Background: an optimization exercise with open tools, aiming at small area, a short achievable clock period and few clock cycles per item. Do not read the settings as production practice. Where RTL was checked, it was by simulation tests only, not by an equivalence proof against the original. Function not checked in run 1: the RTL went through the layout flow alone.

**flow/run.sh**
```bash
#!/bin/bash
# synth_recipe.tcl (not shown) runs the flow's synth.tcl, then flattens the netlist and writes it again
# the make line also repeats each setting of config.mk as NAME=value (left out here)
make -C /OpenROAD-flow-scripts/flow DESIGN_CONFIG=/design/flow/config.mk WORK_HOME=/design/flow/orfs CLKGATE_MAP_FILE= SYNTH_SCRIPT=/design/flow/synth_recipe.tcl finish
```
**flow/config.mk**
```make
export PLATFORM = sky130hd
export DESIGN_NAME = sha256_engine
export DESIGN_NICKNAME = sha256_engine
export VERILOG_FILES = /design/flow/design.v
export SDC_FILE = /design/flow/constraint.sdc
export NUM_CORES = 4
export LEC_CHECK = 0
export CAP_MARGIN = 20
export CORE_MARGIN = 2
export CORE_UTILIZATION = 40
export SETUP_SLACK_MARGIN = 5
export SLEW_MARGIN = 20
```
**flow/constraint.sdc**
```tcl
create_clock -name core_clock -period 10.0 [get_ports {clk}]
set_input_delay 2.0000 -clock core_clock [delete_from_list [all_inputs] [get_ports {clk}]]
set_output_delay 2.0000 -clock core_clock [all_outputs]
set_load 0.01 [all_outputs]
```
**flow/design.v**
```verilog
module sha256_engine (
    input  wire         clk,
    input  wire         rst,         
    input  wire         in_valid,
    output wire         in_ready,
    input  wire         in_first,
    input  wire [31:0]  in_data,
    output wire         out_valid,
    input  wire         out_ready,
    output wire [255:0] out_digest
);
    reg        ld;         
    reg        rdy;        
    reg [3:0]  lag;        
    reg        run;        
    reg        fin;        
    reg        ov;         
    reg [3:0]  wcnt;       
    reg [5:0]  kn;         
    reg        first_q;    
    reg [31:0] w [0:15];
    reg [31:0] a, b, c, d, e, f, g, h;
    reg [31:0] p;
    reg [31:0] ra [0:3];
    reg [31:0] re [0:3];
    function [31:0] rotr(input [31:0] x, input integer n);
        rotr = (x >> n) | (x << (32 - n));
    endfunction
    function [31:0] bsig0(input [31:0] x);
        bsig0 = rotr(x, 2) ^ rotr(x, 13) ^ rotr(x, 22);
    endfunction
    function [31:0] bsig1(input [31:0] x);
        bsig1 = rotr(x, 6) ^ rotr(x, 11) ^ rotr(x, 25);
    endfunction
    function [31:0] ssig0(input [31:0] x);
        ssig0 = rotr(x, 7) ^ rotr(x, 18) ^ (x >> 3);
    endfunction
    function [31:0] ssig1(input [31:0] x);
        ssig1 = rotr(x, 17) ^ rotr(x, 19) ^ (x >> 10);
    endfunction
    function [31:0] csa_s(input [31:0] x, input [31:0] y, input [31:0] z);
        csa_s = x ^ y ^ z;
    endfunction
    function [31:0] csa_c(input [31:0] x, input [31:0] y, input [31:0] z);
        csa_c = ((x & y) | (x & z) | (y & z)) << 1;
    endfunction
    function [31:0] add_bk(input [31:0] x, input [31:0] y);
        reg [31:0] gg, pp, hs;
        integer l, i;
        begin
            gg = x & y;
            pp = x ^ y;
            hs = pp;
            for (l = 0; l < 5; l = l + 1) begin
                for (i = (2 << l) - 1; i < 32; i = i + (2 << l)) begin
                    gg[i] = gg[i] | (pp[i] & gg[i - (1 << l)]);
                    pp[i] = pp[i] & pp[i - (1 << l)];
                end
            end
            for (l = 3; l >= 0; l = l - 1) begin
                for (i = (3 << l) - 1; i < 32; i = i + (2 << l)) begin
                    gg[i] = gg[i] | (pp[i] & gg[i - (1 << l)]);
                    pp[i] = pp[i] & pp[i - (1 << l)];
                end
            end
            add_bk = hs ^ {gg[30:0], 1'b0};
        end
    endfunction
    localparam [31:0] IV0 = 32'h6a09e667, IV1 = 32'hbb67ae85,
                      IV2 = 32'h3c6ef372, IV3 = 32'ha54ff53a,
                      IV4 = 32'h510e527f, IV5 = 32'h9b05688c,
                      IV6 = 32'h1f83d9ab, IV7 = 32'h5be0cd19;
    reg [31:0] k_t;
    always @(*) begin
        case (kn)
            6'd0:  k_t = 32'h428a2f98; 6'd1:  k_t = 32'h71374491;
            6'd2:  k_t = 32'hb5c0fbcf; 6'd3:  k_t = 32'he9b5dba5;
            6'd4:  k_t = 32'h3956c25b; 6'd5:  k_t = 32'h59f111f1;
            6'd6:  k_t = 32'h923f82a4; 6'd7:  k_t = 32'hab1c5ed5;
            6'd8:  k_t = 32'hd807aa98; 6'd9:  k_t = 32'h12835b01;
            6'd10: k_t = 32'h243185be; 6'd11: k_t = 32'h550c7dc3;
            6'd12: k_t = 32'h72be5d74; 6'd13: k_t = 32'h80deb1fe;
            6'd14: k_t = 32'h9bdc06a7; 6'd15: k_t = 32'hc19bf174;
            6'd16: k_t = 32'he49b69c1; 6'd17: k_t = 32'hefbe4786;
            6'd18: k_t = 32'h0fc19dc6; 6'd19: k_t = 32'h240ca1cc;
            6'd20: k_t = 32'h2de92c6f; 6'd21: k_t = 32'h4a7484aa;
            6'd22: k_t = 32'h5cb0a9dc; 6'd23: k_t = 32'h76f988da;
            6'd24: k_t = 32'h983e5152; 6'd25: k_t = 32'ha831c66d;
            6'd26: k_t = 32'hb00327c8; 6'd27: k_t = 32'hbf597fc7;
            6'd28: k_t = 32'hc6e00bf3; 6'd29: k_t = 32'hd5a79147;
            6'd30: k_t = 32'h06ca6351; 6'd31: k_t = 32'h14292967;
            6'd32: k_t = 32'h27b70a85; 6'd33: k_t = 32'h2e1b2138;
            6'd34: k_t = 32'h4d2c6dfc; 6'd35: k_t = 32'h53380d13;
            6'd36: k_t = 32'h650a7354; 6'd37: k_t = 32'h766a0abb;
            6'd38: k_t = 32'h81c2c92e; 6'd39: k_t = 32'h92722c85;
            6'd40: k_t = 32'ha2bfe8a1; 6'd41: k_t = 32'ha81a664b;
            6'd42: k_t = 32'hc24b8b70; 6'd43: k_t = 32'hc76c51a3;
            6'd44: k_t = 32'hd192e819; 6'd45: k_t = 32'hd6990624;
            6'd46: k_t = 32'hf40e3585; 6'd47: k_t = 32'h106aa070;
            6'd48: k_t = 32'h19a4c116; 6'd49: k_t = 32'h1e376c08;
            6'd50: k_t = 32'h2748774c; 6'd51: k_t = 32'h34b0bcb5;
            6'd52: k_t = 32'h391c0cb3; 6'd53: k_t = 32'h4ed8aa4a;
            6'd54: k_t = 32'h5b9cca4f; 6'd55: k_t = 32'h682e6ff3;
            6'd56: k_t = 32'h748f82ee; 6'd57: k_t = 32'h78a5636f;
            6'd58: k_t = 32'h84c87814; 6'd59: k_t = 32'h8cc70208;
            6'd60: k_t = 32'h90befffa; 6'd61: k_t = 32'ha4506ceb;
            6'd62: k_t = 32'hbef9a3f7; default: k_t = 32'hc67178f2;
        endcase
    end
    wire take   = rdy && in_valid;                       
    wire init   = take && wcnt == 4'd0;                  
    wire pstep  = run || (take && wcnt != 4'd0);          
    wire rstep  = run || (take && wcnt[3:1] != 3'd0);     
    wire last   = run && kn == 6'd0;                      
    wire ffwd   = run && (kn[5:1] == 5'd31 || kn == 6'd0);  
    wire fstep  = ffwd || fin;                            
    wire [31:0] ch  = (e & f) ^ (~e & g);
    wire [31:0] maj = (a & b) ^ (a & c) ^ (b & c);
    wire [31:0] s1e = bsig1(e);
    wire [31:0] s0a = bsig0(a);
    wire [31:0] v_s  = csa_s(ch, p, d);
    wire [31:0] v_c  = csa_c(ch, p, d);
    wire [31:0] e1_s = csa_s(s1e, v_s, v_c);
    wire [31:0] e1_c = csa_c(s1e, v_s, v_c);
    wire [31:0] e_new = e1_s + e1_c;
    wire [31:0] u_s  = csa_s(ch, maj, p);
    wire [31:0] u_c  = csa_c(ch, maj, p);
    wire [31:0] a1_s = csa_s(s1e, s0a, u_s);
    wire [31:0] a1_c = csa_c(s1e, s0a, u_s);
    wire [31:0] a2_s = csa_s(a1_s, a1_c, u_c);
    wire [31:0] a2_c = csa_c(a1_s, a1_c, u_c);
    wire [31:0] a_new = a2_s + a2_c;
    wire [31:0] hn    = (ld && wcnt == 4'd1) ? h : g;
    wire [31:0] pn_s  = csa_s(hn, k_t, w[15]);
    wire [31:0] pn_c  = csa_c(hn, k_t, w[15]);
    wire [31:0] p_new = add_bk(pn_s, pn_c);
    wire [31:0] u0_s = csa_s(ssig1(w[14]), w[9], ssig0(w[1]));
    wire [31:0] u0_c = csa_c(ssig1(w[14]), w[9], ssig0(w[1]));
    wire [31:0] u1_s = csa_s(u0_s, u0_c, w[0]);
    wire [31:0] u1_c = csa_c(u0_s, u0_c, w[0]);
    wire [31:0] wnew = add_bk(u1_s, u1_c);
    wire [3:0] wcnt_n = take ? wcnt + 4'd1 : wcnt;
    wire       ld_n   = (take && wcnt == 4'd15) ? 1'b0 : (last ? 1'b1 : ld);
    wire [3:0] lag_n  = (!ld_n || wcnt_n == 4'd0 || take) ? 4'd0 : lag + 4'd1;
    wire       ov_n   = fin ? 1'b1 : (ov && !out_ready ? 1'b1 : 1'b0);
    wire       rdy_n  = ld_n && lag_n == 4'd0 && !(wcnt_n == 4'd15 && ov_n);
    reg [31:0] iva, ive;
    always @(*) begin
        case (kn[1:0])
            2'd2:    begin iva = IV3; ive = IV7; end
            2'd3:    begin iva = IV2; ive = IV6; end
            2'd0:    begin iva = IV1; ive = IV5; end
            default: begin iva = IV0; ive = IV4; end
        endcase
    end
    wire [31:0] fa_sum = add_bk(first_q ? iva : ra[0], a);
    wire [31:0] fe_sum = add_bk(first_q ? ive : re[0], e);
    assign in_ready   = rdy;
    assign out_valid  = ov;
    assign out_digest = {ra[3], ra[2], ra[1], ra[0], re[3], re[2], re[1], re[0]};
    integer i;
    always @(posedge clk) begin
        if (rst) begin
            ld   <= 1'b1;
            rdy  <= 1'b1;
            lag  <= 4'd0;
            run  <= 1'b0;
            fin  <= 1'b0;
            ov   <= 1'b0;
            wcnt <= 4'd0;
        end else begin
            ld   <= ld_n;
            rdy  <= rdy_n;
            lag  <= lag_n;
            wcnt <= wcnt_n;
            ov   <= ov_n;
            fin  <= last;
            if (take && wcnt == 4'd15)
                run <= 1'b1;
            else if (last)
                run <= 1'b0;
        end
    end
    always @(posedge clk) begin
        if (init)
            kn <= 6'd0;
        else if (pstep)
            kn <= kn + 6'd1;
        if (init)
            first_q <= in_first;
        for (i = 0; i < 15; i = i + 1)
            w[i] <= w[i + 1];
        w[15] <= take ? in_data : (run ? wnew : w[0]);
        if (pstep)
            p <= p_new;
        if (init && in_first) begin
            {a, b, c, d, e, f, g, h} <= {IV0, IV1, IV2, IV3, IV4, IV5, IV6, IV7};
        end else if (rstep) begin
            h <= g;
            g <= f;
            f <= e;
            e <= e_new;
            d <= c;
            c <= b;
            b <= a;
            a <= a_new;
        end else if (fin) begin
            {a, b, c, d} <= {fa_sum, ra[3], ra[2], ra[1]};
            {e, f, g, h} <= {fe_sum, re[3], re[2], re[1]};
        end
        if (fstep) begin
            ra[0] <= ra[1]; ra[1] <= ra[2]; ra[2] <= ra[3]; ra[3] <= fa_sum;
            re[0] <= re[1]; re[1] <= re[2]; re[2] <= re[3]; re[3] <= fe_sum;
        end
    end
endmodule
```
==> notes.md, run 1 <==
# TYPE chip_impl_metric gauge
chip_impl_metric{name="post_synthesis_instance_total",unit=""} 4962
chip_impl_metric{name="final_max_slew_viol_count",unit=""} 0
chip_impl_info{name="crit_chain",value="xnor2_1 > xnor2_2 > fa_1 > fa_1 > ha_1 > a2111o_1 > a21oi_2 > o32ai_4 > a21bo_4 > a211oi_4 > o2111ai_2 > a21o_1 > a21o_1 > fa_2 > xor2_1 > xnor2_1 > xnor2_1 > nand2_1 > xor2_1 > o21ai_1"} 1
chip_impl_metric{name="ff2ff_setup_slack",unit="ns"} 4.85
chip_impl_metric{name="hold_fix_buffers_cts",unit=""} 0
chip_impl_metric{name="worst_skew_pair.late_latency",unit="ns"} 0.79
chip_impl_info{name="synth_top_family_by_area",value="adder cells"} 1
chip_impl_metric{name="synth_async_sr_flop_share",unit="%"} 0
chip_impl_metric{name="clkTransAtPathRegs",unit="ns"} 0.07
chip_impl_metric{name="met3_wirelength",unit="um"} 13300
chip_impl_info{name="crit_path_category",value="reg -> reg"} 1
chip_impl_metric{name="drt-met1-wl",unit="um"} 82100
chip_impl_metric{name="total_negative_setup_slacks",unit="ns"} 0
chip_impl_info{name="min_path_type",value="reg -> reg"} 1
chip_impl_metric{name="final_hold_viol_count",unit=""} 0
chip_impl_info{name="cts-root-buf",value="clkbuf_16"} 1
chip_impl_info{name="r2r_start",value="w[14][23]$_DFF_P_"} 1
chip_impl_metric{name="initial_antenna_violation_count",unit=""} 5
chip_impl_metric{name="worst_r2r_path_depth",unit=""} 20
chip_impl_metric{name="gr-total-overflow",unit=""} 0
chip_impl_metric{name="tritoncts.num_buffers",unit=""} 114
chip_impl_metric{name="area.sequential",unit="mm^2"} 0.02522
chip_impl_info{name="slowest_stage",value="fa_1"} 1
chip_impl_metric{name="worst_pin_slew",unit="ns"} 1.117
chip_impl_info{name="path_delay_family",value="compound AO/OA/AOI/OAI gates"} 1
chip_impl_metric{name="basic_gate_share_of_the_synthesized_area_counting_and_or_nand_and_nor_cells",unit="%"} 6.768
chip_impl_metric{name="fmax",unit="GHz"} 0.1942
chip_impl_metric{name="cts_max_path_buffers",unit=""} 3
chip_impl_metric{name="min_period",unit="ns"} 5.150
chip_impl_metric{name="setup_viol",unit=""} 0
chip_impl_metric{name="share_of_layout_cells_above_drive_strength_1",unit="%"} 10.98
chip_impl_metric{name="grt_start_max_net_pins",unit=""} 137
chip_impl_info{name="worst_hold_startpoint",value="w[2][0]$_DFF_P_"} 1
chip_impl_info{name="worstSetupStartpoint",value="w[14][23]$_DFF_P_"} 1
chip_impl_metric{name="fillerInstances",unit=""} 12360
chip_impl_metric{name="synth_xor_xnor_area_share",unit="%"} 6.128
chip_impl_metric{name="die_h",unit="um"} 370.5
chip_impl_info{name="unrepaired_setup_endpoints_after_global_routing",value="yes"} 1
chip_impl_metric{name="routed_wl",unit="um"} 179300
chip_impl_metric{name="ys_seq_area_share",unit="%"} 46.66
chip_impl_metric{name="timing.critical_path.buf_inv",unit=""} 0
chip_impl_metric{name="area_delta_synth_final",unit="%"} 18.88
chip_impl_metric{name="finClkSkew",unit="ns"} 0.06786
chip_impl_info{name="crit_path_end_kind",value="flop"} 1
chip_impl_metric{name="adder_cell_area_share_of_the_yosys_netlist",unit="%"} 16.26
chip_impl_metric{name="required",unit="ns"} 10.62
chip_impl_metric{name="critical_path_arrival",unit="ns"} 5.77
chip_impl_info{name="hold-path-endpoint",value="w[1][0]$_DFF_P_"} 1
chip_impl_metric{name="io-pin-count",unit=""} 295
chip_impl_metric{name="first_pass_grt_wire_length",unit="um"} 258700
chip_impl_metric{name="port-buffer-count",unit=""} 294
chip_impl_metric{name="worst_hold_path_stage_count",unit=""} 0
chip_impl_metric{name="cts.htree.levels",unit=""} 3
chip_impl_metric{name="rows",unit=""} 134
chip_impl_metric{name="detail-route-antenna-nets",unit=""} 0
chip_impl_info{name="worstReg2RegEnd",value="w[15][31]$_DFF_P_"} 1
chip_impl_metric{name="synthesized_area_fraction_occupied_by_ao_oa_aoi_and_oai_cells",unit="%"} 12.12
chip_impl_metric{name="drt_pass1_iterations",unit=""} 6
chip_impl_metric{name="final_core_utilization",unit="%"} 47.87
chip_impl_metric{name="slew-limit-headroom",unit="%"} 25.56
chip_impl_metric{name="grt_util_all_layers",unit="%"} 25.76
chip_impl_info{name="cts_tree",value="done"} 1
chip_impl_metric{name="finalInstanceArea",unit="mm^2"} 0.06389
chip_impl_metric{name="wire_per_inst",unit="um"} 25.31
chip_impl_metric{name="finalNetCount",unit=""} 5764
chip_impl_metric{name="fraction_of_synthesized_area_in_multiplexers",unit="%"} 5.998
chip_impl_metric{name="placed_cell_area",unit="mm^2"} 0.05832
chip_impl_metric{name="netlist-cell-type-count",unit=""} 90
chip_impl_metric{name="cts.sink_count",unit=""} 1108
chip_impl_metric{name="timing.critical_path.slowest_cell_delay",unit="ns"} 0.48
chip_impl_metric{name="die_area",unit="mm^2"} 0.1373
chip_impl_info{name="routed.top_layer",value="met5"} 1
chip_impl_metric{name="gp_congestion",unit=""} 0.9395
chip_impl_info{name="crit_path_frequent_cell",value="xnor2_1"} 1
chip_impl_metric{name="vias_per_cell",unit=""} 5.379
chip_impl_metric{name="die-width",unit="um"} 370.5
chip_impl_info{name="run_status",value="finished clean"} 1
chip_impl_metric{name="multi_input_comb_area",unit="mm^2"} 0.02640
chip_impl_info{name="synth_flop_cell",value="dfxtp_1"} 1
chip_impl_metric{name="placeableCoreArea",unit="mm^2"} 0.1335
chip_impl_metric{name="hpwl",unit="um"} 134400
chip_impl_metric{name="wl_met2",unit="um"} 78600
chip_impl_metric{name="first_iter_violations",unit=""} 3295
chip_impl_metric{name="timing.max_cap.violations",unit=""} 0
chip_impl_metric{name="syn_area_per_cell",unit="um^2"} 10.83
chip_impl_metric{name="routed-via-count",unit=""} 38110
chip_impl_metric{name="synth.ff_latch_count",unit=""} 1108
chip_impl_metric{name="floorplan.initialDensity",unit="%"} 40.27
chip_impl_metric{name="synth_edf_count",unit=""} 289
chip_impl_metric{name="ys.warnings.count",unit=""} 4
chip_impl_info{name="start_kind",value="flop"} 1
chip_impl_metric{name="syn-num-nets",unit=""} 5511
chip_impl_metric{name="vias_in_the_first_global_route",unit=""} 37120
chip_impl_metric{name="largest_fanout_of_any_net_on_the_critical_path",unit=""} 4
chip_impl_metric{name="drc",unit=""} 0
chip_impl_metric{name="fin_crit_sh",unit="%"} 51.50
chip_impl_metric{name="synth_area",unit="mm^2"} 0.05374
==> stage by stage <==
step	cells	hold WS, ns	setup slack [ns]
global placement	6816	0.3096	3.405
floorplan	4962	0.3096	5.001
global route	7082	0.3208	4.632
finish	7085	0.3013	4.850
CTS	7051	0.3067	4.867
detailed placement	6816	0.3121	3.336
==> cell families after synthesis <==
family          count (synthesis)
simple gates                  835
buf+inv                       842
mux                           321
flops                        1108
compound gates                967
fa+ha+maj                     513
xor+xnor                      376
==> worst max path at each step <==
stage / endpoint / cells after the start / slack (ns)
6_report: w[15][31]$_DFF_P_ / 20 / 4.85
5_1_grt: w[15][31]$_DFF_P_ / 20 / 4.63
4_1_cts: w[15][31]$_DFF_P_ / 21 / 4.87
3_5_place_dp: e[31]$_SDFFE_PP0P_ / 21 / 3.34
3_3_place_gp: e[31]$_SDFFE_PP0P_ / 20 / 3.41
2_1_floorplan: p[25]$_DFFE_PN_ / 20 / 5.00
==> Yosys cell counts (6+ instances only) <==
cell type	count	area share (%)
edfxtp_1	289	16
nor3_1	47	0.44
nor2_1	276	1.9
dfxtp_1	819	31
nor2b_1	17	0.20
nand2b_1	28	0.33
o22ai_1	12	0.14
fa_1	309	12
nand3_1	40	0.37
o32ai_1	7	0.11
xnor2_1	328	5.3
mux2i_1	313	5.8
a31oi_1	30	0.35
inv_1	569	4.0
o211ai_1	162	2.3
nand4_1	10	0.12
or3_1	9	0.10
and2_1	14	0.16
clkbuf_1	211	1.5
o31ai_1	10	0.14
o21ai_0	190	1.8
and3_1	14	0.16
o21a_1	22	0.31
xor2_1	48	0.78
o21bai_1	15	0.21
a21oi_1	161	1.5
a211oi_1	138	1.9
buf_2	34	0.32
o21ai_1	10	0.093
mux2_2	8	0.17
a221oi_1	14	0.23
or2_2	15	0.17
nand2_1	331	2.3
ha_1	203	4.7
and4_1	6	0.098
nor4_1	7	0.081
o31a_1	9	0.15
a21o_1	100	1.4
buf_1	12	0.084
a311oi_1	11	0.18
a211o_1	6	0.098
==> layout make-up <==
| type | instances | area share, % |
|---|---|---|
| Antenna cell | 5 | 0.01958 |
| Clock buffer | 138 | 4.812 |
| Clock inverter | 75 | 1.439 |
| Inverter | 576 | 3.437 |
| Multi-Input combinational cell | 3012 | 41.32 |
| Sequential cell | 1108 | 39.48 |
| Tap cell | 1768 | 3.463 |
| Timing Repair Buffer | 403 | 6.028 |
==> worst reg2reg max path, stage by stage (launching register included) <==
cell	delay (ns)
dfxtp_2	0.44
xnor2_1	0.13
xnor2_2	0.25
fa_1	0.48
fa_1	0.48
ha_1	0.22
a2111o_1	0.44
a21oi_2	0.19
o32ai_4	0.13
a21bo_4	0.26
a211oi_4	0.24
o2111ai_2	0.18
a21o_1	0.18
a21o_1	0.17
fa_2	0.34
xor2_1	0.17
xnor2_1	0.15
xnor2_1	0.22
nand2_1	0.10
xor2_1	0.18
o21ai_1	0.07
==> what timing repair did <==
| item | CTS | global route |
|---|---|---|
| buffers inserted | 22 | 29 |
| endpoints found under the hold margin | 0 | 0 |
| resized for setup | 179 | 130 |
| setup endpoints to repair | 119 | 64 |
| pin swaps | 44 | 50 |
==> per-layer routing <==
metal,track usage (%),up-vias
li1,-,17350
met1,37.46,19240
met2,38.88,1291
met3,4.712,233
met4,7.755,2
met5,0,-
==> cell usage in the layout (no fill, tap or decap), types with 99 or more instances in the layout <==
cell	instances
inv_1	565
a211oi_1	132
o21ai_0	174
clkbuf_16	115
mux2i_1	296
dfxtp_1	739
nand2_1	330
fa_1	301
a21oi_1	149
o211ai_1	162
a21o_1	99
edfxtp_1	289
nor2_1	264
xnor2_1	305
ha_1	191
clkdlybuf4s50_1	294
==> flip-flops by register name, summed over array words and instances, names as in the netlist, 4 cells and up <==
name	count
re	128
c	32
h	32
b	32
d	32
wcnt	4
lag	4
k_t	32
kn	6
p	32
w	512
g	32
e	32
ra	128
a	32
f	32
==> inputs of run 2 (changes only) <==
--- a/flow/design.v
+++ b/flow/design.v
@@ -19,4 +19,6 @@
     reg [5:0]  kn;         
     reg        first_q;    
+    reg        ff_first;   
+    reg        early;      
     reg [31:0] w [0:15];
     reg [31:0] a, b, c, d, e, f, g, h;
@@ -131,5 +133,6 @@
     wire [31:0] a2_c = csa_c(a1_s, a1_c, u_c);
     wire [31:0] a_new = a2_s + a2_c;
-    wire [31:0] hn    = (ld && wcnt == 4'd1) ? h : g;
+    wire [31:0] h0    = fin ? (first_q ? IV7 : re[1]) : h;
+    wire [31:0] hn    = (ld && wcnt == 4'd1) ? h0 : g;
     wire [31:0] pn_s  = csa_s(hn, k_t, w[15]);
     wire [31:0] pn_c  = csa_c(hn, k_t, w[15]);
@@ -141,5 +144,6 @@
     wire [31:0] wnew = add_bk(u1_s, u1_c);
     wire [3:0] wcnt_n = take ? wcnt + 4'd1 : wcnt;
-    wire       ld_n   = (take && wcnt == 4'd15) ? 1'b0 : (last ? 1'b1 : ld);
+    wire       ld_n   = (take && wcnt == 4'd15) ? 1'b0 :
+                        ((run && kn == 6'd63) ? 1'b1 : ld);
     wire [3:0] lag_n  = (!ld_n || wcnt_n == 4'd0 || take) ? 4'd0 : lag + 4'd1;
     wire       ov_n   = fin ? 1'b1 : (ov && !out_ready ? 1'b1 : 1'b0);
@@ -147,13 +151,13 @@
     reg [31:0] iva, ive;
     always @(*) begin
-        case (kn[1:0])
-            2'd2:    begin iva = IV3; ive = IV7; end
-            2'd3:    begin iva = IV2; ive = IV6; end
-            2'd0:    begin iva = IV1; ive = IV5; end
+        case ({fin, kn[1:0]})
+            3'b010:  begin iva = IV3; ive = IV7; end
+            3'b011:  begin iva = IV2; ive = IV6; end
+            3'b000:  begin iva = IV1; ive = IV5; end
             default: begin iva = IV0; ive = IV4; end
         endcase
     end
-    wire [31:0] fa_sum = add_bk(first_q ? iva : ra[0], a);
-    wire [31:0] fe_sum = add_bk(first_q ? ive : re[0], e);
+    wire [31:0] fa_sum = add_bk(ff_first ? iva : ra[0], a);
+    wire [31:0] fe_sum = add_bk(ff_first ? ive : re[0], e);
     assign in_ready   = rdy;
     assign out_valid  = ov;
@@ -189,4 +193,7 @@
         if (init)
             first_q <= in_first;
+        if (take && wcnt == 4'd15)
+            ff_first <= first_q;
+        early <= init && run;
         for (i = 0; i < 15; i = i + 1)
             w[i] <= w[i + 1];
@@ -194,7 +201,5 @@
         if (pstep)
             p <= p_new;
-        if (init && in_first) begin
-            {a, b, c, d, e, f, g, h} <= {IV0, IV1, IV2, IV3, IV4, IV5, IV6, IV7};
-        end else if (rstep) begin
+        if (rstep) begin
             h <= g;
             g <= f;
@@ -205,4 +210,6 @@
             b <= a;
             a <= a_new;
+        end else if ((init && in_first) || (fin && early && first_q)) begin
+            {a, b, c, d, e, f, g, h} <= {IV0, IV1, IV2, IV3, IV4, IV5, IV6, IV7};
         end else if (fin) begin
             {a, b, c, d} <= {fa_sum, ra[3], ra[2], ra[1]};
==> notes.md, run 2 <==
# TYPE chip_impl_metric gauge
chip_impl_info{name="run_status",value="finished clean"} 1
chip_impl_metric{name="syn-num-nets",unit=""} 5072
chip_impl_metric{name="cts_max_path_buffers",unit=""} 3
chip_impl_info{name="yosys.area.top_type",value="edfxtp_1"} 1
chip_impl_metric{name="floorplan.initialDensity",unit="%"} 40.38
chip_impl_metric{name="largest_fanout_of_any_net_on_the_critical_path",unit=""} 4
chip_impl_metric{name="first_iter_violations",unit=""} 3903
chip_impl_metric{name="finalInstanceArea",unit="mm^2"} 0.06497
chip_impl_metric{name="initial_antenna_violation_count",unit=""} 10
chip_impl_metric{name="ys.warnings.count",unit=""} 4
chip_impl_metric{name="placed_cell_area",unit="mm^2"} 0.05790
chip_impl_info{name="min_path_type",value="reg -> reg"} 1
chip_impl_metric{name="first_pass_grt_wire_length",unit="um"} 247900
chip_impl_metric{name="largest_register_ff_count",unit=""} 512
chip_impl_metric{name="placeableCoreArea",unit="mm^2"} 0.1318
chip_impl_info{name="crit_chain",value="xnor2_2 > fa_2 > fa_2 > ha_2 > a211oi_2 > o21ai_2 > o211ai_1 > buf_4 > a31oi_4 > nand4_1 > a21boi_2 > o41a_1 > a21boi_2 > o21ai_2 > fa_2 > xor2_2 > xnor2_1 > xnor2_1 > nand2_1 > xor2_1 > o21ai_2"} 1
chip_impl_info{name="max_flop_register",value="w"} 1
chip_impl_info{name="slowest_stage",value="fa_2"} 1
chip_impl_metric{name="cts.htree.levels",unit=""} 3
chip_impl_metric{name="detail-route-antenna-nets",unit=""} 0
chip_impl_metric{name="synth_area",unit="mm^2"} 0.05322
chip_impl_metric{name="placed_cells",unit=""} 6402
chip_impl_info{name="synth_flop_cell",value="dfxtp_1"} 1
chip_impl_metric{name="hold_fix_buffers_cts",unit=""} 0
chip_impl_metric{name="routed_wl",unit="um"} 175100
chip_impl_metric{name="cts.sink_count",unit=""} 1110
chip_impl_info{name="crit_path_category",value="reg -> reg"} 1
chip_impl_info{name="layout.cells.most_common_list",value="inv_1, edfxtp_1, dfxtp_1"} 1
chip_impl_info{name="cts_tree",value="done"} 1
chip_impl_metric{name="synth.ff_latch_count",unit=""} 1110
chip_impl_metric{name="gr-total-overflow",unit=""} 0
chip_impl_metric{name="clkTransAtPathRegs",unit="ns"} 0.07
chip_impl_metric{name="area_delta_synth_final",unit="%"} 22.08
chip_impl_metric{name="fmax",unit="GHz"} 0.1970
chip_impl_metric{name="slew-limit-headroom",unit="%"} 20.15
chip_impl_info{name="crit_path_end_kind",value="flop"} 1
chip_impl_metric{name="die-width",unit="um"} 368.8
chip_impl_metric{name="share_of_layout_cells_above_drive_strength_1",unit="%"} 13.45
chip_impl_metric{name="rows",unit=""} 133
chip_impl_info{name="unrepaired_setup_endpoints_after_global_routing",value="yes"} 1
chip_impl_metric{name="timing.critical_path.slowest_cell_delay",unit="ns"} 0.63
chip_impl_metric{name="die_area",unit="mm^2"} 0.1360
chip_impl_metric{name="post_synthesis_instance_total",unit=""} 4526
chip_impl_metric{name="tritoncts.num_buffers",unit=""} 116
chip_impl_metric{name="required",unit="ns"} 10.67
chip_impl_metric{name="fin_crit_sh",unit="%"} 50.75
chip_impl_info{name="start_kind",value="flop"} 1
chip_impl_info{name="netlist_top_cells_area",value="edfxtp_1, dfxtp_1, fa_1, xnor2_1, ha_1"} 1
chip_impl_metric{name="worst_pin_slew",unit="ns"} 1.198
chip_impl_info{name="most_common_cell_after_layout_fill_and_taps_aside",value="inv_1"} 1
chip_impl_metric{name="timing.max_cap.violations",unit=""} 0
chip_impl_metric{name="total_negative_setup_slacks",unit="ns"} 0
chip_impl_metric{name="die_h",unit="um"} 368.8
chip_impl_metric{name="pre_cts_ws",unit="ns"} 3.141
chip_impl_metric{name="synth_top_cell_area_share",unit="%"} 30.81
chip_impl_metric{name="vias_per_cell",unit=""} 5.397
chip_impl_metric{name="syn_area_per_cell",unit="um^2"} 11.76
chip_impl_metric{name="final.hold.worst_slack",unit="ns"} 0.3111
chip_impl_metric{name="synth_edf_count",unit=""} 546
chip_impl_metric{name="ys_seq_area_share",unit="%"} 52.02
chip_impl_metric{name="synth_async_sr_flop_share",unit="%"} 0
chip_impl_metric{name="finalNetCount",unit=""} 5480
chip_impl_info{name="cts-root-buf",value="clkbuf_16"} 1
chip_impl_metric{name="timing.critical_path.buf_inv",unit=""} 1
chip_impl_info{name="cell_types_with_the_highest_counts_after_synthesis",value="inv_1, dfxtp_1, edfxtp_1"} 1
chip_impl_info{name="path_delay_family",value="adder cells"} 1
chip_impl_metric{name="final_max_slew_viol_count",unit=""} 0
chip_impl_metric{name="port-buffer-count",unit=""} 294
chip_impl_metric{name="routed-via-count",unit=""} 36610
chip_impl_metric{name="grt_start_max_net_pins",unit=""} 183
chip_impl_metric{name="gp_congestion",unit=""} 0.9380
chip_impl_metric{name="min_period",unit="ns"} 5.075
chip_impl_metric{name="drt_pass1_iterations",unit=""} 5
chip_impl_metric{name="vias_in_the_first_global_route",unit=""} 35820
chip_impl_metric{name="postLayoutSetupSlackWorst",unit="ns"} 4.925
chip_impl_metric{name="hpwl",unit="um"} 126300
chip_impl_metric{name="finClkSkew",unit="ns"} 0.05353
chip_impl_metric{name="setup_viol",unit=""} 0
chip_impl_metric{name="ff2ff_setup_slack",unit="ns"} 4.93
chip_impl_metric{name="netlist-cell-type-count",unit=""} 92
chip_impl_metric{name="final_core_utilization",unit="%"} 49.30
chip_impl_metric{name="critical_path_arrival",unit="ns"} 5.75
chip_impl_metric{name="drc",unit=""} 0
chip_impl_metric{name="grt_util_all_layers",unit="%"} 25.15
chip_impl_info{name="synthMostInstantiatedCell",value="inv_1"} 1
chip_impl_info{name="reg.largest.list",value="w x512, ra x128, re x128"} 1
chip_impl_metric{name="worst_skew_pair.late_latency",unit="ns"} 0.76
chip_impl_metric{name="wire_per_inst",unit="um"} 25.81
chip_impl_metric{name="io-pin-count",unit=""} 295
chip_impl_metric{name="final-instance-count-excl-fill",unit=""} 6784
chip_impl_metric{name="final_hold_viol_count",unit=""} 0
## run 2: cell families (layout without fill, tap and decap cells)
group	Yosys count	in the layout	synth area share (%)
AOI/OAI and AO/OA	1007	1007	12.70
xor gates and xnor gates	380	380	6.254
adders and majority gates	510	510	16.34
buffers and inverters	795	1295	5.788
DFF	1110	1110	52.02
muxes	76	76	1.455
other	0	2	0
and+or+nand+nor	648	649	5.442
## run 2: routing by layer
metal	share of wire [%]	GRT usage, %	up-vias
met4	3.6	8.532	10
met2	44	37.64	1623
met3	10	7.269	261
met5	0.036	0	-
li1	-	-	16320
met1	42	34.85	18400
## run 2: final cells by class
cell class | count | area, um^2
Multi-Input combinational cell | 2622 | 24080
Sequential cell | 1110 | 27780
Clock inverter | 64 | 673.1
Fill cell | 11820 | 66820
Clock buffer | 147 | 3110
Tap cell | 1755 | 2196
Timing Repair Buffer | 502 | 4906
Antenna cell | 2 | 5.005
Inverter | 582 | 2228
## run 2: worst paths after layout
path	from	endpoint	depth (start not counted)
max reg2reg	w[14][11]$_DFF_P_	w[15][31]$_DFF_P_	21
min reg2reg	w[11][12]$_DFF_P_	w[10][12]$_DFF_P_	0
max	w[14][11]$_DFF_P_	w[15][31]$_DFF_P_	21
min	w[11][12]$_DFF_P_	w[10][12]$_DFF_P_	0
## run 2: timing repair
| action | 4_1_cts | 5_1_grt |
|---|---|---|
| gates cloned | 4 | 4 |
| setup buffers | 79 | 81 |
| setup endpoints to repair | 231 | 65 |
| pin swaps | 64 | 79 |
| resized for setup | 249 | 157 |
Testbench counts of run 2, summed over its fixed seeds: cycles 55,794, blocks 858.
==> inputs of run 3 (changes only) <==
--- a/flow/config.mk
+++ b/flow/config.mk
@@ -9,4 +9,7 @@
 export CORE_MARGIN = 2
 export CORE_UTILIZATION = 40
+export CTS_BUF_LIST = sky130_fd_sc_hd__clkbuf_16
+export CTS_CLUSTER_DIAMETER = 100
+export CTS_CLUSTER_SIZE = 24
 export SETUP_SLACK_MARGIN = 5
 export SLEW_MARGIN = 20
==> notes.md, run 3 <==
# TYPE chip_impl_metric gauge
chip_impl_metric{name="vias_per_cell",unit=""} 5.434
chip_impl_metric{name="area_delta_synth_final",unit="%"} 18.01
chip_impl_metric{name="placeableCoreArea",unit="mm^2"} 0.1318
chip_impl_info{name="synthMostInstantiatedCell",value="inv_1"} 1
chip_impl_info{name="cts_tree",value="done"} 1
chip_impl_metric{name="ys.warnings.count",unit=""} 4
chip_impl_metric{name="final_max_slew_viol_count",unit=""} 0
chip_impl_metric{name="required",unit="ns"} 10.64
chip_impl_info{name="netlist_top_cells_area",value="edfxtp_1, dfxtp_1, fa_1, xnor2_1, ha_1"} 1
chip_impl_info{name="cell_types_with_the_highest_counts_after_synthesis",value="inv_1, dfxtp_1, edfxtp_1"} 1
chip_impl_metric{name="ff2ff_setup_slack",unit="ns"} 4.92
chip_impl_metric{name="synth.ff_latch_count",unit=""} 1110
chip_impl_metric{name="pre_cts_ws",unit="ns"} 3.141
chip_impl_metric{name="wire_per_inst",unit="um"} 26.12
chip_impl_metric{name="die_h",unit="um"} 368.8
chip_impl_metric{name="critical_path_arrival",unit="ns"} 5.72
chip_impl_metric{name="worst_pin_slew",unit="ns"} 1.189
chip_impl_info{name="crit_path_category",value="reg -> reg"} 1
chip_impl_info{name="cts-root-buf",value="clkbuf_16"} 1
chip_impl_metric{name="finClkSkew",unit="ns"} 0.04291
chip_impl_metric{name="routed-via-count",unit=""} 36120
chip_impl_metric{name="io-pin-count",unit=""} 295
chip_impl_info{name="yosys.area.top_type",value="edfxtp_1"} 1
chip_impl_metric{name="largest_fanout_of_any_net_on_the_critical_path",unit=""} 4
chip_impl_metric{name="clkTransAtPathRegs",unit="ns"} 0.10
chip_impl_metric{name="floorplan.initialDensity",unit="%"} 40.38
chip_impl_metric{name="tritoncts.num_buffers",unit=""} 57
chip_impl_metric{name="synth_edf_count",unit=""} 546
chip_impl_info{name="most_common_cell_after_layout_fill_and_taps_aside",value="inv_1"} 1
chip_impl_metric{name="initial_antenna_violation_count",unit=""} 7
chip_impl_metric{name="setup_viol",unit=""} 0
chip_impl_metric{name="netlist-cell-type-count",unit=""} 92
chip_impl_info{name="unrepaired_setup_endpoints_after_global_routing",value="yes"} 1
chip_impl_metric{name="synth_area",unit="mm^2"} 0.05322
chip_impl_metric{name="fin_crit_sh",unit="%"} 50.78
chip_impl_metric{name="first_pass_grt_wire_length",unit="um"} 246200
chip_impl_metric{name="finalNetCount",unit=""} 5410
chip_impl_info{name="max_flop_register",value="w"} 1
chip_impl_metric{name="drt_pass1_iterations",unit=""} 5
chip_impl_metric{name="vias_in_the_first_global_route",unit=""} 35380
chip_impl_metric{name="fmax",unit="GHz"} 0.1969
chip_impl_metric{name="routed_wl",unit="um"} 173600
chip_impl_info{name="synth_flop_cell",value="dfxtp_1"} 1
chip_impl_metric{name="rows",unit=""} 133
chip_impl_info{name="layout.cells.most_common_list",value="inv_1, edfxtp_1, dfxtp_1"} 1
chip_impl_metric{name="cts.htree.levels",unit=""} 2
chip_impl_metric{name="gp_congestion",unit=""} 0.9380
chip_impl_metric{name="final-instance-count-excl-fill",unit=""} 6648
chip_impl_metric{name="syn-num-nets",unit=""} 5072
chip_impl_info{name="min_path_type",value="reg -> reg"} 1
chip_impl_info{name="run_status",value="finished clean"} 1
chip_impl_metric{name="min_period",unit="ns"} 5.078
chip_impl_metric{name="postLayoutSetupSlackWorst",unit="ns"} 4.922
chip_impl_info{name="start_kind",value="flop"} 1
chip_impl_metric{name="total_negative_setup_slacks",unit="ns"} 0
chip_impl_metric{name="grt_start_max_net_pins",unit=""} 183
chip_impl_metric{name="cts.sink_count",unit=""} 1110
chip_impl_metric{name="grt_util_all_layers",unit="%"} 24.89
chip_impl_metric{name="syn_area_per_cell",unit="um^2"} 11.76
chip_impl_info{name="reg.largest.list",value="w x512, ra x128, re x128"} 1
chip_impl_metric{name="synth_top_cell_area_share",unit="%"} 30.81
chip_impl_metric{name="cts_max_path_buffers",unit=""} 3
chip_impl_metric{name="drc",unit=""} 0
chip_impl_metric{name="slew-limit-headroom",unit="%"} 20.75
chip_impl_metric{name="final_core_utilization",unit="%"} 47.66
chip_impl_metric{name="die_area",unit="mm^2"} 0.1360
chip_impl_metric{name="share_of_layout_cells_above_drive_strength_1",unit="%"} 11.33
chip_impl_info{name="crit_path_end_kind",value="flop"} 1
chip_impl_metric{name="first_iter_violations",unit=""} 3902
chip_impl_metric{name="port-buffer-count",unit=""} 294
chip_impl_metric{name="placed_cells",unit=""} 6402
chip_impl_metric{name="ys_seq_area_share",unit="%"} 52.02
chip_impl_metric{name="timing.max_cap.violations",unit=""} 0
chip_impl_metric{name="hpwl",unit="um"} 126300
chip_impl_metric{name="worst_skew_pair.late_latency",unit="ns"} 0.72
chip_impl_metric{name="gr-total-overflow",unit=""} 0
chip_impl_metric{name="detail-route-antenna-nets",unit=""} 0
chip_impl_metric{name="die-width",unit="um"} 368.8
chip_impl_metric{name="final_hold_viol_count",unit=""} 0
chip_impl_metric{name="largest_register_ff_count",unit=""} 512
chip_impl_metric{name="synth_async_sr_flop_share",unit="%"} 0
chip_impl_metric{name="post_synthesis_instance_total",unit=""} 4526
run 3: changes by cell type in the layout (fill, tap and decap cells not counted), moves of 8 or more:
| cell | before | now |
|---|---|---|
| clkbuf_16 | 121 | 60 |
| clkbuf_1 | 23 | 0 |
| clkinv_1 | 16 | 0 |
| clkinv_2 | 14 | 1 |
| buf_4 | 172 | 162 |
| inv_1 | 566 | 576 |
| clkbuf_8 | 8 | 0 |
run 3: routing by layer:
| layer | wire length, um | GRT usage, % | vias to the layer above |
|---|---|---|---|
| met3 | 17660 | 6.794 | 230 |
| met5 | 27 | 0 | - |
| met4 | 6181 | 7.983 | 4 |
| li1 | - | - | 16090 |
| met2 | 76240 | 37.65 | 1596 |
| met1 | 73530 | 34.58 | 18200 |
run 3: logic make-up after synthesis:
kind of cell | Yosys count | synth area share [%]
xor+xnor | 380 | 6.254
fa+ha+maj | 510 | 16.34
buf+inv | 795 | 5.788
compound gates | 1007 | 12.70
flops | 1110 | 52.02
simple gates | 648 | 5.442
mux | 76 | 1.455
run 3: path summary, 6_finish.rpt:
kind,start,to,depth (start not counted)
worst max-delay path,w[14][21]$_DFF_P_,w[15][31]$_DFF_P_,23
worst min-delay path,w[5][18]$_DFF_P_,w[4][18]$_DFF_P_,0
worst max register to register,w[14][21]$_DFF_P_,w[15][31]$_DFF_P_,23
worst min register to register,w[5][18]$_DFF_P_,w[4][18]$_DFF_P_,0
run 3: layout make-up:
class                      instances  area (um^2)
fill                           11990        68990
sequential                      1110        27770
multi-input combinational       2622        24090
timing repair buffer             491         4798
inverter                         582         2226
tap                             1755         2196
clock buffer                      57         1426
clock inverter                    26        289.0
antenna                            5        12.51
run 3: per-stage QoR:
step / area (um^2) / hold slack, ns
finish: 62810 / 0.3206
global placement: 57900 / 0.3097
CTS: 61400 / 0.3224
global route: 62800 / 0.3214
floorplan: 53240 / 0.3096
detailed placement: 57900 / 0.3121
run 3: worst max-delay path: stages, from the launching register on:
cell,delay [ns]
dfxtp_4,0.38
buf_6,0.13
buf_4,0.13
xnor2_1,0.14
xnor2_1,0.34
fa_1,0.47
fa_2,0.56
ha_4,0.22
a21oi_2,0.13
o21ai_1,0.09
nand2b_1,0.16
a31oi_4,0.13
nand4_1,0.11
a21boi_2,0.07
o41a_1,0.36
a21boi_2,0.20
o21ai_2,0.09
fa_2,0.35
xor2_2,0.16
xnor2_1,0.13
xnor2_1,0.22
nand2_1,0.09
xor2_1,0.19
o21ai_2,0.14
run 3: repair_timing:
item / in CTS / in global routing
buffers inserted: 83 / 68
pin swaps: 61 / 76
gates cloned: 3 / 3
hold buffers: 0 / 0
setup endpoints to repair: 236 / 99
resized for setup: 249 / 151
==> inputs of run 4 (changes only) <==
--- a/flow/design.v
+++ b/flow/design.v
@@ -142,5 +142,5 @@
     wire [31:0] u1_s = csa_s(u0_s, u0_c, w[0]);
     wire [31:0] u1_c = csa_c(u0_s, u0_c, w[0]);
-    wire [31:0] wnew = add_bk(u1_s, u1_c);
+    wire [31:0] wnew = u1_s + u1_c;
     wire [3:0] wcnt_n = take ? wcnt + 4'd1 : wcnt;
     wire       ld_n   = (take && wcnt == 4'd15) ? 1'b0 :
==> notes.md, run 4 <==
# TYPE chip_impl_metric gauge
chip_impl_info{name="run_status",value="finished clean"} 1
chip_impl_metric{name="tritoncts.num_buffers",unit=""} 56
chip_impl_metric{name="placeableCoreArea",unit="mm^2"} 0.1331
chip_impl_metric{name="cts_max_path_buffers",unit=""} 3
chip_impl_metric{name="first_iter_violations",unit=""} 3866
chip_impl_info{name="crit_chain",value="xnor2_1 > xnor2_1 > fa_1 > fa_1 > ha_1 > or4_1 > o21ai_2 > a2111oi_4 > buf_4 > o31a_1 > o2111a_2 > o31ai_4 > a21boi_2 > mux2i_1 > a21oi_1"} 1
chip_impl_metric{name="routed_wl",unit="um"} 174900
chip_impl_metric{name="adder_cell_area_share_of_the_yosys_netlist",unit="%"} 15.76
chip_impl_metric{name="finClkSkew",unit="ns"} 0.09338
chip_impl_info{name="crit_path_category",value="reg -> reg"} 1
chip_impl_metric{name="setup_viol",unit=""} 0
chip_impl_info{name="layout.cells.most_common_list",value="inv_1, dfxtp_1, edfxtp_1"} 1
chip_impl_metric{name="drc",unit=""} 0
chip_impl_metric{name="required",unit="ns"} 10.48
chip_impl_metric{name="share_of_layout_cells_above_drive_strength_1",unit="%"} 8.013
chip_impl_metric{name="timing.critical_path.buf_inv",unit=""} 1
chip_impl_metric{name="total_negative_setup_slacks",unit="ns"} 0
chip_impl_metric{name="basic_gate_share_of_the_synthesized_area_counting_and_or_nand_and_nor_cells",unit="%"} 5.747
chip_impl_metric{name="netlist-cell-type-count",unit=""} 91
chip_impl_metric{name="syn-num-nets",unit=""} 5129
chip_impl_metric{name="synth_edf_count",unit=""} 546
chip_impl_metric{name="worst_hold_path_stage_count",unit=""} 0
chip_impl_metric{name="timing.critical_path.slowest_cell_delay",unit="ns"} 0.59
chip_impl_metric{name="grt_start_max_net_pins",unit=""} 165
chip_impl_info{name="r2r_start",value="a[28]$_DFFE_PP_"} 1
chip_impl_info{name="synthMostInstantiatedCell",value="dfxtp_1"} 1
chip_impl_info{name="worst_hold_startpoint",value="w[12][27]$_DFF_P_"} 1
chip_impl_metric{name="ys_seq_area_share",unit="%"} 51.76
chip_impl_metric{name="synth_area",unit="mm^2"} 0.05349
chip_impl_info{name="slowest_stage",value="edfxtp_1"} 1
chip_impl_metric{name="largest_register_ff_count",unit=""} 512
chip_impl_info{name="worstReg2RegEnd",value="a[29]$_DFFE_PP_"} 1
chip_impl_metric{name="post_synthesis_instance_total",unit=""} 4596
chip_impl_metric{name="worst_pin_slew",unit="ns"} 1.060
chip_impl_metric{name="synthesized_area_fraction_occupied_by_ao_oa_aoi_and_oai_cells",unit="%"} 13.34
chip_impl_info{name="synth_flop_cell",value="dfxtp_1"} 1
chip_impl_metric{name="synth_xor_xnor_area_share",unit="%"} 6.435
chip_impl_metric{name="gp_congestion",unit=""} 0.9554
chip_impl_metric{name="syn_area_per_cell",unit="um^2"} 11.64
chip_impl_info{name="max_flop_register",value="w"} 1
chip_impl_metric{name="io-pin-count",unit=""} 295
chip_impl_metric{name="finalNetCount",unit=""} 5401
chip_impl_metric{name="vias_in_the_first_global_route",unit=""} 35250
chip_impl_info{name="cell_types_with_the_highest_counts_after_synthesis",value="dfxtp_1, inv_1, edfxtp_1"} 1
chip_impl_metric{name="die_h",unit="um"} 369.7
chip_impl_metric{name="wl_met2",unit="um"} 78410
chip_impl_metric{name="met3_wirelength",unit="um"} 14740
chip_impl_info{name="reg.largest.list",value="w x512, ra x128, re x128"} 1
chip_impl_metric{name="ff2ff_setup_slack",unit="ns"} 5.09
chip_impl_metric{name="vias_per_cell",unit=""} 5.508
chip_impl_metric{name="gr-total-overflow",unit=""} 0
chip_impl_metric{name="critical_path_arrival",unit="ns"} 5.39
chip_impl_metric{name="worst_skew_pair.late_latency",unit="ns"} 0.75
chip_impl_metric{name="final_max_slew_viol_count",unit=""} 0
chip_impl_metric{name="area_delta_synth_final",unit="%"} 15.41
chip_impl_metric{name="slew-limit-headroom",unit="%"} 29.35
chip_impl_metric{name="fin_crit_sh",unit="%"} 49.10
chip_impl_metric{name="min_period",unit="ns"} 4.910
chip_impl_metric{name="first_pass_grt_wire_length",unit="um"} 250700
chip_impl_metric{name="floorplan.initialDensity",unit="%"} 40.18
chip_impl_metric{name="die_area",unit="mm^2"} 0.1367
chip_impl_metric{name="clkTransAtPathRegs",unit="ns"} 0.10
chip_impl_metric{name="hpwl",unit="um"} 129000
chip_impl_info{name="unrepaired_setup_endpoints_after_global_routing",value="yes"} 1
chip_impl_metric{name="initial_antenna_violation_count",unit=""} 5
chip_impl_info{name="hold-path-endpoint",value="w[11][27]$_DFF_P_"} 1
chip_impl_metric{name="grt_util_all_layers",unit="%"} 25.12
chip_impl_metric{name="detail-route-antenna-nets",unit=""} 0
chip_impl_info{name="netlist_top_cells_area",value="edfxtp_1, dfxtp_1, fa_1, xnor2_1, ha_1"} 1
chip_impl_metric{name="worst_r2r_path_depth",unit=""} 15
chip_impl_metric{name="cts.htree.levels",unit=""} 2
chip_impl_info{name="yosys.area.top_type",value="edfxtp_1"} 1
chip_impl_metric{name="drt-met1-wl",unit="um"} 77050
chip_impl_info{name="most_common_cell_after_layout_fill_and_taps_aside",value="inv_1"} 1
chip_impl_metric{name="cts.sink_count",unit=""} 1110
chip_impl_metric{name="fmax",unit="GHz"} 0.2037
chip_impl_metric{name="fraction_of_synthesized_area_in_multiplexers",unit="%"} 1.343
chip_impl_metric{name="rows",unit=""} 134
chip_impl_info{name="cts-root-buf",value="clkbuf_16"} 1
chip_impl_metric{name="drt_pass1_iterations",unit=""} 6
chip_impl_metric{name="final_hold_viol_count",unit=""} 0
chip_impl_metric{name="port-buffer-count",unit=""} 294
chip_impl_metric{name="synth_async_sr_flop_share",unit="%"} 0
chip_impl_metric{name="ys.warnings.count",unit=""} 4
chip_impl_metric{name="synth_top_cell_area_share",unit="%"} 30.65
chip_impl_metric{name="final_core_utilization",unit="%"} 46.37
chip_impl_info{name="synth_top_family_by_area",value="adder cells"} 1
chip_impl_info{name="cts_tree",value="done"} 1
chip_impl_metric{name="die-width",unit="um"} 369.7
chip_impl_metric{name="timing.max_cap.violations",unit=""} 0
chip_impl_metric{name="largest_fanout_of_any_net_on_the_critical_path",unit=""} 5
chip_impl_info{name="routed.top_layer",value="met5"} 1
chip_impl_metric{name="hold_fix_buffers_cts",unit=""} 0
chip_impl_metric{name="routed-via-count",unit=""} 36690
chip_impl_info{name="crit_path_end_kind",value="flop"} 1
chip_impl_info{name="path_delay_family",value="adder cells"} 1
chip_impl_info{name="start_kind",value="flop"} 1
chip_impl_info{name="min_path_type",value="reg -> reg"} 1
chip_impl_metric{name="synth.ff_latch_count",unit=""} 1110
chip_impl_metric{name="wire_per_inst",unit="um"} 26.26
## run 4: changes by cell type after synthesis, sizes merged, moves of 15 or more
cell / delta
nor2: +44
nand2: -26
o21ai: -24
a21oi: +19
inv: -17
nand3: +15
o21a: +15
## run 4: worst max-delay path by stage
stage | start | to | slack, ns | cells past startpoint
after floorplan | fin$_SDFF_PP0_ | p[31]$_DFFE_PN_ | 5.00 | 21
after global placement | in_valid | k_t[2]$_DFF_P_ | 2.91 | 12
after detailed placement | in_valid | k_t[2]$_DFF_P_ | 2.92 | 12
after CTS | in_valid | k_t[9]$_DFF_P_ | 4.95 | 13
after global routing | wcnt[3]$_SDFF_PP0_ | p[31]$_DFFE_PN_ | 4.87 | 21
final | a[28]$_DFFE_PP_ | a[29]$_DFFE_PP_ | 5.09 | 15
## run 4: area by class of cell
class | count | area (um^2)
antenna | 2 | 5.005
clock buffer | 57 | 1426
clock inverter | 25 | 314.1
fill | 12180 | 71390
inverter | 565 | 2137
multi-input combinational | 2706 | 23820
sequential | 1110 | 27700
tap | 1768 | 2212
timing repair buffer | 429 | 4116
## run 4: cell families (layout without fill, tap and decap cells)
logic type,after synthesis,in the layout
flip-flops,1110,1110
AO/OA/AOI/OAI,1060,1060
buffers and inverters,781,1076
AND/OR/NAND/NOR,689,690
adder cells (fa/ha/maj),497,497
XOR/XNOR,390,390
multiplexers,69,69
other,0,2
## run 4: what timing repair did
action / in CTS / in global routing
pin swaps: 12 / 35
endpoints found under the setup margin: 461 / 73
gates cloned: 4 / 0
resized for setup: 111 / 112
buffers inserted: 51 / 33
## run 4: layer usage
metal | global-route usage [%] | up-vias
li1 | - | 16300
met1 | 36.69 | 18760
met2 | 38.36 | 1453
met3 | 4.581 | 184
met4 | 6.426 | 2
met5 | 0 | -
## run 4: metrics by stage
stage / area [um^2] / std cells / hold slack [ns] / worst slack (ns)
after CTS: 60940 / 6627 / 0.2601 / 4.947
after detailed placement: 58230 / 6490 / 0.3121 / 2.922
final: 61730 / 6662 / 0.2639 / 5.090
after global routing: 61730 / 6660 / 0.2626 / 4.868
after global placement: 58230 / 6490 / 0.3096 / 2.914
after floorplan: 53510 / 4596 / 0.3096 / 5.004
Testbench counts of run 4, summed over its fixed seeds: cycles 55,794, blocks 858.

==> port drivers added, routing unchanged <==
How much do the figures lean on ideal ports? The routed layouts below were timed once more, with nothing changed but the port constraints. Step 1: set_driving_cell puts a clkbuf_16 on clk and a buf_2 on each other input, an assumption about the parent block. Step 2 also shifts input and output timing later by t, the mid clock arrival at the registers, as if the neighbouring blocks saw the same clock. Three values: ideal ports, drivers, drivers and shift; two values: the first two.
| run | t, ns | setup slack, ns | clock arrival spread, ns |
|---|---|---|---|
| run 1 | 0.827 | 4.850 / 4.850 / 4.270 | 0.069 / 0.069 |
| run 2 | 0.808 | 4.925 / 4.925 / 4.296 | 0.061 / 0.060 |
| run 3 | 0.778 | 4.922 / 4.922 / 4.314 | 0.048 / 0.048 |
| run 4 | 0.778 | 5.090 / 5.090 / 4.373 | 0.096 / 0.096 |
After both steps every run listed still meets setup and hold. For run 4, which loses most, drivers alone change the setup slack by 0.000 ns; drivers and shift together by -0.717 ns.
